This design comes from an exercise in tuning for small area on the open sky130 flow, not from production work.
The RTL was checked by simulation tests, not by an equivalence proof against the original design.
Power is estimated from default activity; no workload was simulated.

## onyx
## tod_counter
module tod_counter (
    input             clk,
    input             rst_n,
    input             cmd_valid,
    output            cmd_ready,
    input      [31:0] cmd_w6,
    input      [31:0] cmd_w7,
    input      [31:0] cmd_w8,
    input      [31:0] cmd_w9,
    output reg        cpl_valid,
    output            cpl_ok,
    output     [31:0] cpl_res0,
    output     [31:0] cpl_res1,
    output     [31:0] tod_ns,
    output     [31:0] tod_frac,
    output     [29:0] tod_subsec,
    output     [31:0] tod_wraps,
    output     [63:0] tod_inc,
    output reg        pps,
    output reg        wrap
);
clock: 12.0 ns
lec_check: 0
abc_area: 1
cap_margin: 20
core_margin: 2
core_utilization: 40
cts_buf_list: sky130_fd_sc_hd__clkbuf_8
cts_cluster_size: 12
slew_margin: 20
standard.sh (not shown) runs the stock make flow with config.mk's settings and CLKGATE_MAP_FILE= SYNTH_SCRIPT=/design/flow/synth_recipe.tcl, a recipe that flattens the netlist after the stock synthesis.
==> flow/flow/run.sh <==
#!/bin/bash
# The standard layout (bash standard.sh), with the port buffers that
# placement inserts made the smallest buffer cell instead of the default.
set -euo pipefail
export BUFFER_PORTS_ARGS="-buffer_cell sky130_fd_sc_hd__buf_1"
bash standard.sh > standard_flow.log 2>&1
Both conditions hold for onyx: the flow ran to the end and the final layout passed the timing, DRC and antenna checks.
--- input diff onyx..lagoon ---
Settings: changing CTS_CLUSTER_SIZE from 12 to 10; setting CTS_CLUSTER_DIAMETER to 25 for the first time.
Notes after the runs:
- Comparing lagoon against onyx, there is no change at all in number of sequential cells.
- Reported for lagoon and onyx, first-iteration DRC count turned out identical to the last digit.
- As far as total power goes, lagoon and onyx are indistinguishable; the numbers are identical.
- Diff lagoon..onyx | final period demand of the worst path | unchanged
- The sequential share of layout area was comparable across lagoon and onyx.
- Between onyx and lagoon, the wire length of the first global-routing pass figures differ only marginally.
Inputs modified between lagoon and harbor:
Settings: CTS_BUF_LIST changed from sky130_fd_sc_hd__clkbuf_8 to sky130_fd_sc_hd__clkbuf_8 sky130_fd_sc_hd__clkbuf_16; CTS_CLUSTER_SIZE removed (was 10); CTS_CLUSTER_DIAMETER removed (was 25).
--- outcome ---
For the number of inserted filler cells in the final layout, harbor came in 26 lower than lagoon did.
As far as total wire length is concerned, harbor and lagoon perform about the same.
From harbor to lagoon, number of buffers inserted to repair setup after CTS did not move at all.
Between lagoon and harbor, maximum frequency decreased.
Comparing harbor against lagoon, there is no change at all in synthesized-area fraction occupied by adder cells.
For cedar, these inputs were changed with respect to harbor:
Settings: CTS_BUF_LIST no longer set, was sky130_fd_sc_hd__clkbuf_8 sky130_fd_sc_hd__clkbuf_16.
### Flow results
Going from harbor to cedar, share of total power in the clock network level, number of I/O port buffers level, cell area after synthesis level, overflow left after global routing level, x dimension of the die level. From cedar to harbor, slew at the pin closest to its max-slew limit did not move at all. cedar -> harbor: number of global-route vias before repair delta 0, exact match. Number of buffers added by the clock tree synthesis step of harbor is on par with cedar. cedar finished all stages; the layout is clean. harbor: no failed stages, no open violations at the end. Number of nets in the layout: harbor vs cedar identical. harbor -> cedar: design area delta 0, exact match. From harbor to cedar, power did not move at all.
Here is what was changed in the inputs of juniper compared with cedar.
Settings: CTS_BUF_LIST: unset -> sky130_fd_sc_hd__clkbuf_8; CTS_CLUSTER_SIZE: unset -> 8.
--- outcome ---
From cedar to juniper the numbers moved as follows: global-route wire length before repair now sits at about the same level, net switching share of the total power +1.9 points, power share of the sequential group now sits higher, via density per instance shrank by about 0.36%.
Max sequential share of cell area across cedar and juniper: juniper
[juniper] final antenna diode count fell 1 relative to cedar
## Diff of input files: ember against juniper
Settings: swapping 8 for 12 in CTS_CLUSTER_SIZE.
==> flow/flow/run.sh <==
#!/bin/bash
# The standard layout (bash standard.sh), with two changes to how it is
# made: the port buffers that placement inserts are the smallest buffer
# cell, and the buffers that synthesis (abc) inserted are removed at
# floorplan, leaving placement's repair to buffer what needs it.
set -euo pipefail
export BUFFER_PORTS_ARGS="-buffer_cell sky130_fd_sc_hd__buf_1"
export REMOVE_ABC_BUFFERS=1
bash standard.sh > standard_flow.log 2>&1
==> summary.txt <==
Total met3 wirelength after detailed routing, juniper and ember: higher on juniper
ember vs juniper — total length of routed wires rose 0.40%.
As far as first-pass GRT wire length is concerned, juniper and ember perform about the same.
Looking at setup slack across both flows, ember is the stronger of the two, with juniper trailing.
There was hardly any difference in sequential share of layout area between ember and juniper.
Share of the final layout cell area in multi-input gates, juniper and ember: smaller value in juniper

run A:
tod_counter, a different RTL version from the one above (not shown whole).
Size: about 2300 cells after synthesis, roughly 200 flip-flops, ~390 I/O pins, ~16000 um^2 of cells after synthesis.
==> flow/config.mk <==
export PLATFORM = sky130hd
export DESIGN_NAME = tod_counter
export DESIGN_NICKNAME = tod_counter
export VERILOG_FILES = /design/flow/design.v
export SDC_FILE = /design/flow/constraint.sdc
export NUM_CORES = 4
export LEC_CHECK = 0
export ABC_AREA = 1
export CAP_MARGIN = 20
export CORE_MARGIN = 2
export CORE_UTILIZATION = 60
export SLEW_MARGIN = 20
==> flow/constraint.sdc <==
create_clock -name core_clock -period 12.0 [get_ports {clk}]
set_input_delay 2.4000 -clock core_clock [delete_from_list [all_inputs] [get_ports {clk}]]
set_output_delay 2.4000 -clock core_clock [all_outputs]
set_load 0.01 [all_outputs]
==> flow/flow/run.sh <==
#!/bin/bash
# The standard layout (bash standard.sh), with the port buffers that
# placement inserts made the smallest buffer cell instead of the default.
set -euo pipefail
export BUFFER_PORTS_ARGS="-buffer_cell sky130_fd_sc_hd__buf_1"
bash standard.sh > standard_flow.log 2>&1
#### Input delta (run B over run A)
Settings: swapping 60 for 40 in CORE_UTILIZATION.
### Flow results
Run B went all the way through the flow, and no timing, DRC or antenna check failed. | clock skew | run B vs run A | ≈ equal |. Going from run A to run B, worst-margin pin slew saw an increase, sequential power saw little to no change.
## Diff of input files: run C against run B
Settings: ABC_AREA: 1 -> unset; CTS_BUF_LIST: unset -> sky130_fd_sc_hd__clkbuf_8.
### Flow results
Run C vs run B on XOR/XNOR share of the synthesized area: run C is the higher one. In the reports for run C and run B, the larger final clock period utilization by the worst path belongs to run C. Against run B, post-layout minimum cycle time in run C came out worse. The run showing the smaller proportion of cell area occupied by registers is run C. Floorplan die width: run C higher than run B. Run C: routing usage on met2 0.98 points above run B.
#### Input delta (run D over run C)
Settings: putting ABC_AREA at 1 where nothing was set; putting CTS_CLUSTER_SIZE at 12 where nothing was set.
--- outcome ---
Re post-synthesis sequential area ratio: run D is 1.1 points up on run C.
Compared with run C, run D shows a lower fraction of area in multi-input gates.
The number of filler cells placed in the layout reported for run D is smaller than that of run C by about 2.3%.
Most frequent standard cell in the layout excluding fill and tap cells = sky130_fd_sc_hd__inv_1: run D; most frequent standard cell in the layout excluding fill and tap cells = sky130_fd_sc_hd__buf_1: run C
Compared with run C, in run D total track usage -1.3 points, worst IR drop on VDD lower.
The higher required time of the critical path of run C and run D is in run C.
Compared with run C, run D shows a lower number of antenna violations at the first check in global routing.
Input changes introduced in run E (baseline for comparison: run D):
Settings: removing CTS_BUF_LIST (formerly sky130_fd_sc_hd__clkbuf_8); removing ABC_AREA (formerly 1); removing CTS_CLUSTER_SIZE (formerly 12).
Findings:
- NOTE: highest achievable clock rate in run E falls short of that of run D
- Compared with run D, run E shows final cell area excluding filler cells higher by about 4.6%.
- Run E ends up with a fraction of power spent switching nets that is 1.8 points higher than in run D.
- In the flow results for run E and run D, the number of instances in the placed design is larger on run D.

The RTL this note starts from:
==> flow/design.v <==
module tod_counter (
    input             clk,
    input             rst_n,
    input             cmd_valid,
    output            cmd_ready,
    input      [31:0] cmd_w6,
    input      [31:0] cmd_w7,
    input      [31:0] cmd_w8,
    input      [31:0] cmd_w9,
    output reg        cpl_valid,
    output            cpl_ok,
    output     [31:0] cpl_res0,
    output     [31:0] cpl_res1,
    output     [31:0] tod_ns,
    output     [31:0] tod_frac,
    output     [29:0] tod_subsec,
    output     [31:0] tod_wraps,
    output     [63:0] tod_inc,
    output reg        pps,
    output reg        wrap
);
    localparam [20:0] MOD5   = 21'd1_953_125;       
    localparam [20:0] NEGTOP = 21'd1_690_981;       
    localparam [3:0] C_IDLE = 4'd0;
    localparam [3:0] C_TAKE = 4'd1;                 
    localparam [3:0] C_W    = 4'd13;                
    localparam [3:0] C_STEP = 4'd14;                
    function [64:0] radd(input [63:0] a, input [63:0] b, input cin, input integer w);
        integer i;
        reg c;
        begin
            radd = 65'd0;
            c = cin;
            for (i = 0; i < 64; i = i + 1) begin
                if (i < w) begin
                    radd[i] = a[i] ^ b[i] ^ c;
                    c = (a[i] & b[i]) | (c & (a[i] ^ b[i]));
                end
            end
            radd[64] = c;
            for (i = 0; i < 64; i = i + 1)
                if (i == w) radd[i] = c;
        end
    endfunction
    function [65:0] fadd(input [63:0] a, input [63:0] b);
        reg [63:0] g, p;
        reg [64:0] c;
        reg [15:0] bg, bp;
        reg        g01, p01, g23, p23;
        integer i, j, l, s;
        begin
            g = a & b;
            p = a ^ b;
            for (j = 0; j < 16; j = j + 1) begin
                g01 = g[4*j+1] | (p[4*j+1] & g[4*j]);
                p01 = p[4*j+1] & p[4*j];
                g23 = g[4*j+3] | (p[4*j+3] & g[4*j+2]);
                p23 = p[4*j+3] & p[4*j+2];
                bg[j] = g23 | (p23 & g01);
                bp[j] = p23 & p01;
            end
            for (l = 0; l < 4; l = l + 1)
                for (j = 0; j < 16; j = j + 1)
                    if ((j >> l) & 1) begin
                        s = ((j >> l) << l) - 1;
                        bg[j] = bg[j] | (bp[j] & bg[s]);
                        bp[j] = bp[j] & bp[s];
                    end
            for (j = 0; j < 16; j = j + 1) begin
                c[4*j] = (j == 0) ? 1'b0 : bg[j-1];
                for (i = 0; i < 3; i = i + 1)
                    c[4*j+i+1] = g[4*j+i] | (p[4*j+i] & c[4*j+i]);
            end
            c[64] = bg[15];
            fadd = {c[32], c[64], p ^ c[63:0]};
        end
    endfunction
    function [20:0] mred(input [21:0] x);
        reg [21:0] m;
        reg [22:0] br;
        integer i;
        begin
            m = {1'b0, MOD5};
            br[0] = 1'b0;
            for (i = 0; i < 22; i = i + 1)
                br[i+1] = m[i] ? (~x[i] | br[i]) : (~x[i] & br[i]);
            for (i = 0; i < 21; i = i + 1)
                mred[i] = x[i] ^ (~br[22] & (m[i] ^ br[i]));
        end
    endfunction
    reg [63:0] acc;
    reg [29:0] subsec;
    reg [31:0] wraps;
    reg [23:0] dinc;        
    reg [31:0] hold;        
    reg [3:0]  cnt;         
    reg        dec_set, dec_step, dec_rate, dec_bad, dec_r2;
    reg        kprev;       
    wire       inc_s = dinc[23];
    assign tod_ns     = acc[63:32];
    assign tod_frac   = acc[31:0];
    assign tod_subsec = subsec;
    assign tod_wraps  = wraps;
    assign tod_inc    = {30'd0, ~inc_s, {9{inc_s}}, dinc};
    wire [2:0] kind = cmd_w6[2:0];
    wire       lock = cmd_w6[8];
    wire       w9z  = (cmd_w9 == 32'd0);
    wire       rsv_w6   = (|cmd_w6[31:9]) | (|cmd_w6[7:3]);
    wire       rsv_word = ((kind == 3'd2 || kind == 3'd3) && !w9z) ||
                          ((kind == 3'd4) && ((cmd_w7 | cmd_w8 | cmd_w9) != 32'd0));
    wire       rsv_lock = lock && (kind == 3'd3 || kind == 3'd4);
    wire       bad_rsv  = rsv_w6 | rsv_word | rsv_lock;
    wire       bad_kind = kind[2] | (kind[1] & kind[0]);
    wire [64:0] gt_sub = radd({32'd0, cmd_w8}, {32'd0, ~32'd999_999_999}, 1'b0, 32);
    wire [64:0] ge_min = radd({32'd0, cmd_w7}, {32'd0, ~32'hFFBE_76C9}, 1'b1, 32);
    wire [64:0] gt_max = radd({32'd0, cmd_w7}, {32'd0, ~32'h0041_8937}, 1'b0, 32);
    wire       bad_sub  = (kind == 3'd0) && gt_sub[32];
    wire       inc_ok   = ((cmd_w8 == 32'd1) && ge_min[32]) ||
                          ((cmd_w8 == 32'd2) && !gt_max[32]);
    wire       bad_inc  = (kind == 3'd2) && !inc_ok;
    wire       bad      = bad_rsv | bad_kind | bad_sub | bad_inc;
    wire       r2       = bad_rsv | (!bad_kind & (bad_sub | bad_inc));
    wire       at_take = (cnt == C_TAKE);
    wire       at_w    = (cnt == C_W);
    wire       at_step = (cnt == C_STEP);
    assign cmd_ready   = (at_take & !dec_step) | at_step;
    wire       accept  = rst_n & cmd_ready;
    wire       a_set   = rst_n & at_take & dec_set;
    wire       a_rate  = rst_n & at_take & dec_rate;
    wire       a_step  = rst_n & at_step;
    wire       mod_on  = dec_step & (cnt != C_IDLE) & (cnt < C_W);
    wire       keep    = rst_n & !a_set;                
    wire       plain   = keep & !a_step;                
    wire        d_s   = cmd_w8[31];
    wire [64:0] r_st  = radd({46'd0, cmd_w8[30:13]}, {43'd0, d_s ? NEGTOP : 21'd0}, 1'b0, 21);
    wire [35:0] dq    = {cmd_w8[12:0], cmd_w7[31:9]};
    reg  [2:0]  chunk;
    always @(*) begin
        case (cnt)
            4'd1:    chunk = dq[35:33];
            4'd2:    chunk = dq[32:30];
            4'd3:    chunk = dq[29:27];
            4'd4:    chunk = dq[26:24];
            4'd5:    chunk = dq[23:21];
            4'd6:    chunk = dq[20:18];
            4'd7:    chunk = dq[17:15];
            4'd8:    chunk = dq[14:12];
            4'd9:    chunk = dq[11:9];
            4'd10:   chunk = dq[8:6];
            4'd11:   chunk = dq[5:3];
            default: chunk = dq[2:0];
        endcase
    end
    wire [64:0] w_sum = radd({43'd0, subsec[29:9]}, {43'd0, hold[20:0]}, 1'b0, 21);
    wire [20:0] r1    = mred({hold[20:0], chunk[2]});
    wire [20:0] r2m   = mred({r1, chunk[1]});
    wire [21:0] x3    = at_w ? w_sum[21:0] : {r2m, chunk[0]};
    wire [20:0] r3    = mred(x3);
    wire [23:0] dinc_sel = a_rate ? cmd_w7[23:0] : dinc;
    wire        sel_s    = dinc_sel[23];
    wire [63:0] inc_sel  = {30'd0, ~sel_s, {9{sel_s}}, dinc_sel};
    wire [63:0] op_a  = acc & {64{keep}};
    wire [63:0] op_b  = inc_sel & {64{keep}};
    wire [63:0] op_c  = {cmd_w7, cmd_w9} & {64{a_set | a_step}};
    wire [63:0] cs_s  = op_a ^ op_b ^ op_c;
    wire [63:0] cs_c  = (op_a & op_b) | (op_a & op_c) | (op_b & op_c);
    wire [65:0] acc_n = fadd(cs_s, {cs_c[62:0], 1'b0});
    wire        c_lo1  = cs_c[31];
    wire        c_lo2  = acc_n[65];
    wire        carry64 = acc_n[64];
    wire [1:0]  inc_hi = {~sel_s, sel_s} & {2{keep}};
    wire [8:0]  lo_e   = a_step ? cmd_w7[8:0] : (a_set ? cmd_w8[8:0] : 9'd0);
    wire [10:0] lo_pre = {2'd0, subsec[8:0] & {9{keep}}} + {2'd0, lo_e} +
                         {9'd0, inc_hi} + {10'd0, c_lo1};
    wire [10:0] lo_sum = lo_pre + {10'd0, c_lo2};
    wire [1:0]  k_hi   = lo_sum[10:9];
    wire [20:0] hi_w   = a_step ? hold[20:0] :
                         (a_set ? cmd_w8[29:9] : (subsec[29:9] & {21{keep}}));
    wire [2:0]  hi_j   = {1'b0, k_hi} + {2'd0, a_step & kprev};
    wire [20:0] hi_sum = hi_w + {18'd0, hi_j};
    wire        hi_ge  = (hi_sum[20:2] == MOD5[20:2]) && (hi_sum[1:0] != 2'd0);
    wire [20:0] hi_out = hi_ge ? {19'd0, hi_sum[1:0] - 2'd1} : hi_sum;
    reg  [31:0] wr_ones;
    integer wi;
    always @(*) begin
        wr_ones[0] = 1'b1;
        for (wi = 1; wi < 32; wi = wi + 1)
            wr_ones[wi] = wr_ones[wi-1] & wraps[wi-1];
    end
    wire [31:0] wraps_inc = wraps ^ (wr_ones & {32{carry64 & plain}});
    always @(posedge clk) begin
        acc    <= acc_n[63:0];
        subsec <= {hi_out, lo_sum[8:0]};
        wraps  <= wraps_inc & {32{rst_n}};
        dinc   <= dinc_sel & {24{rst_n}};
        pps    <= plain & hi_ge;
        wrap   <= plain & carry64;
        kprev  <= k_hi[0];
    end
    always @(posedge clk) begin
        if (!rst_n || accept || (cnt == C_IDLE && !cmd_valid))
            cnt <= C_IDLE;
        else
            cnt <= cnt + 4'd1;
        cpl_valid <= accept;
        if (cnt == C_IDLE) begin
            dec_set  <= !bad && (kind == 3'd0);
            dec_step <= !bad && (kind == 3'd1);
            dec_rate <= !bad && (kind == 3'd2);
            dec_bad  <= bad;
            dec_r2   <= r2;
        end
        if (cnt == C_IDLE)
            hold[20:0] <= r_st[20:0];
        else if (mod_on | at_w)
            hold[20:0] <= r3;
        else
            hold[20:0] <= acc[52:32];
        hold[31:21] <= acc[63:53];
    end
    assign cpl_ok   = !dec_bad;
    assign cpl_res0 = dec_bad  ? {30'd0, dec_r2, !dec_r2} :
                      dec_rate ? acc[63:32] : hold;
    assign cpl_res1 = (dec_bad | dec_rate) ? 32'd0 : acc[63:32];
endmodule
clock: 12.0 ns
lec_check: 0
cap_margin: 20
core_margin: 2
core_utilization: 40
slew_margin: 20
run.sh (not shown) runs the stock make flow with config.mk's settings and CLKGATE_MAP_FILE= SYNTH_SCRIPT=/design/flow/synth_recipe.tcl, a recipe that flattens the netlist after the stock synthesis.
Stock flow here: none of the scripts above is used.
The starting point passed the timing, DRC and antenna checks.
Then changed:
==> flow/flow/run.sh (new file) <==
#!/bin/bash
# The standard layout (bash standard.sh), with the port buffers that
# placement inserts made the smallest buffer cell instead of the default.
set -euo pipefail
export BUFFER_PORTS_ARGS="-buffer_cell sky130_fd_sc_hd__buf_1"
bash standard.sh > standard_flow.log 2>&1
==> flow/standard.sh (new file) <==
#!/bin/bash
# synth_recipe.tcl (not shown) runs the flow's synth.tcl, then flattens the netlist and writes it again
# the make line also repeats each setting of config.mk as NAME=value (left out here)
make -C /OpenROAD-flow-scripts/flow DESIGN_CONFIG=/design/flow/config.mk WORK_HOME=/design/flow/orfs CLKGATE_MAP_FILE= SYNTH_SCRIPT=/design/flow/synth_recipe.tcl "${@:-finish}"
removed: flow/run.sh
Result: Maximum frequency is higher by 1.2%; clock power goes up by about 2%; cell count is about the same; setup slack improves by 0.13 ns; critical path depth increases by 2; sequential share of layout area rose by 2.0 points; die area does not change; synthesized area is unchanged.

-- separate check: timing with driven ports --
In the flow no input, the clock included, has a driving cell. The finished layouts below were timed again as built, in two steps.
Step 1 sets driving cells, clkbuf_16 on the clock port and buf_2 on the other inputs (assumed; they add their load-dependent delay and slew).
Step 2 times the ports against the registers' clock, not the clock port: input delays grow and output delays shrink by t, the midpoint of the rising clock arrivals with the driver on.
a / b / c = ideal / step 1 / step 2; a / b = the first two.
| run | shift t [ns] | setup slack, ns | cell pins on the clock port's net |
|---|---|---|---|
| onyx | 0.585 | 0.710 / 0.729 / 0.144 | 1 |
| lagoon | 0.585 | 0.710 / 0.729 / 0.144 | 1 |
| harbor | 0.533 | 0.674 / 0.696 / 0.163 | 1 |
| cedar | 0.533 | 0.674 / 0.696 / 0.163 | 1 |
| juniper | 0.585 | 0.710 / 0.729 / 0.144 | 1 |
| ember | 0.574 | 0.903 / 0.927 / 0.353 | 1 |
| run A | 0.500 | 0.796 / 0.825 / 0.325 | 1 |
| run B | 0.522 | 0.801 / 0.841 / 0.319 | 1 |
| run C | 0.586 | 0.664 / 0.645 / 0.059 | 1 |
| run D | 0.568 | 0.769 / 0.801 / 0.233 | 1 |
| run E | 0.532 | 0.612 / 0.601 / 0.069 | 1 |
| the first run of note 3 | 0.529 | 0.692 / 0.718 / 0.189 | 1 |
| the second run of note 3 | 0.522 | 0.824 / 0.850 / 0.328 | 1 |
After both steps every run listed still meets setup and hold. For run C, which loses most, drivers alone change the setup slack by -0.019 ns; drivers and shift together by -0.605 ns.
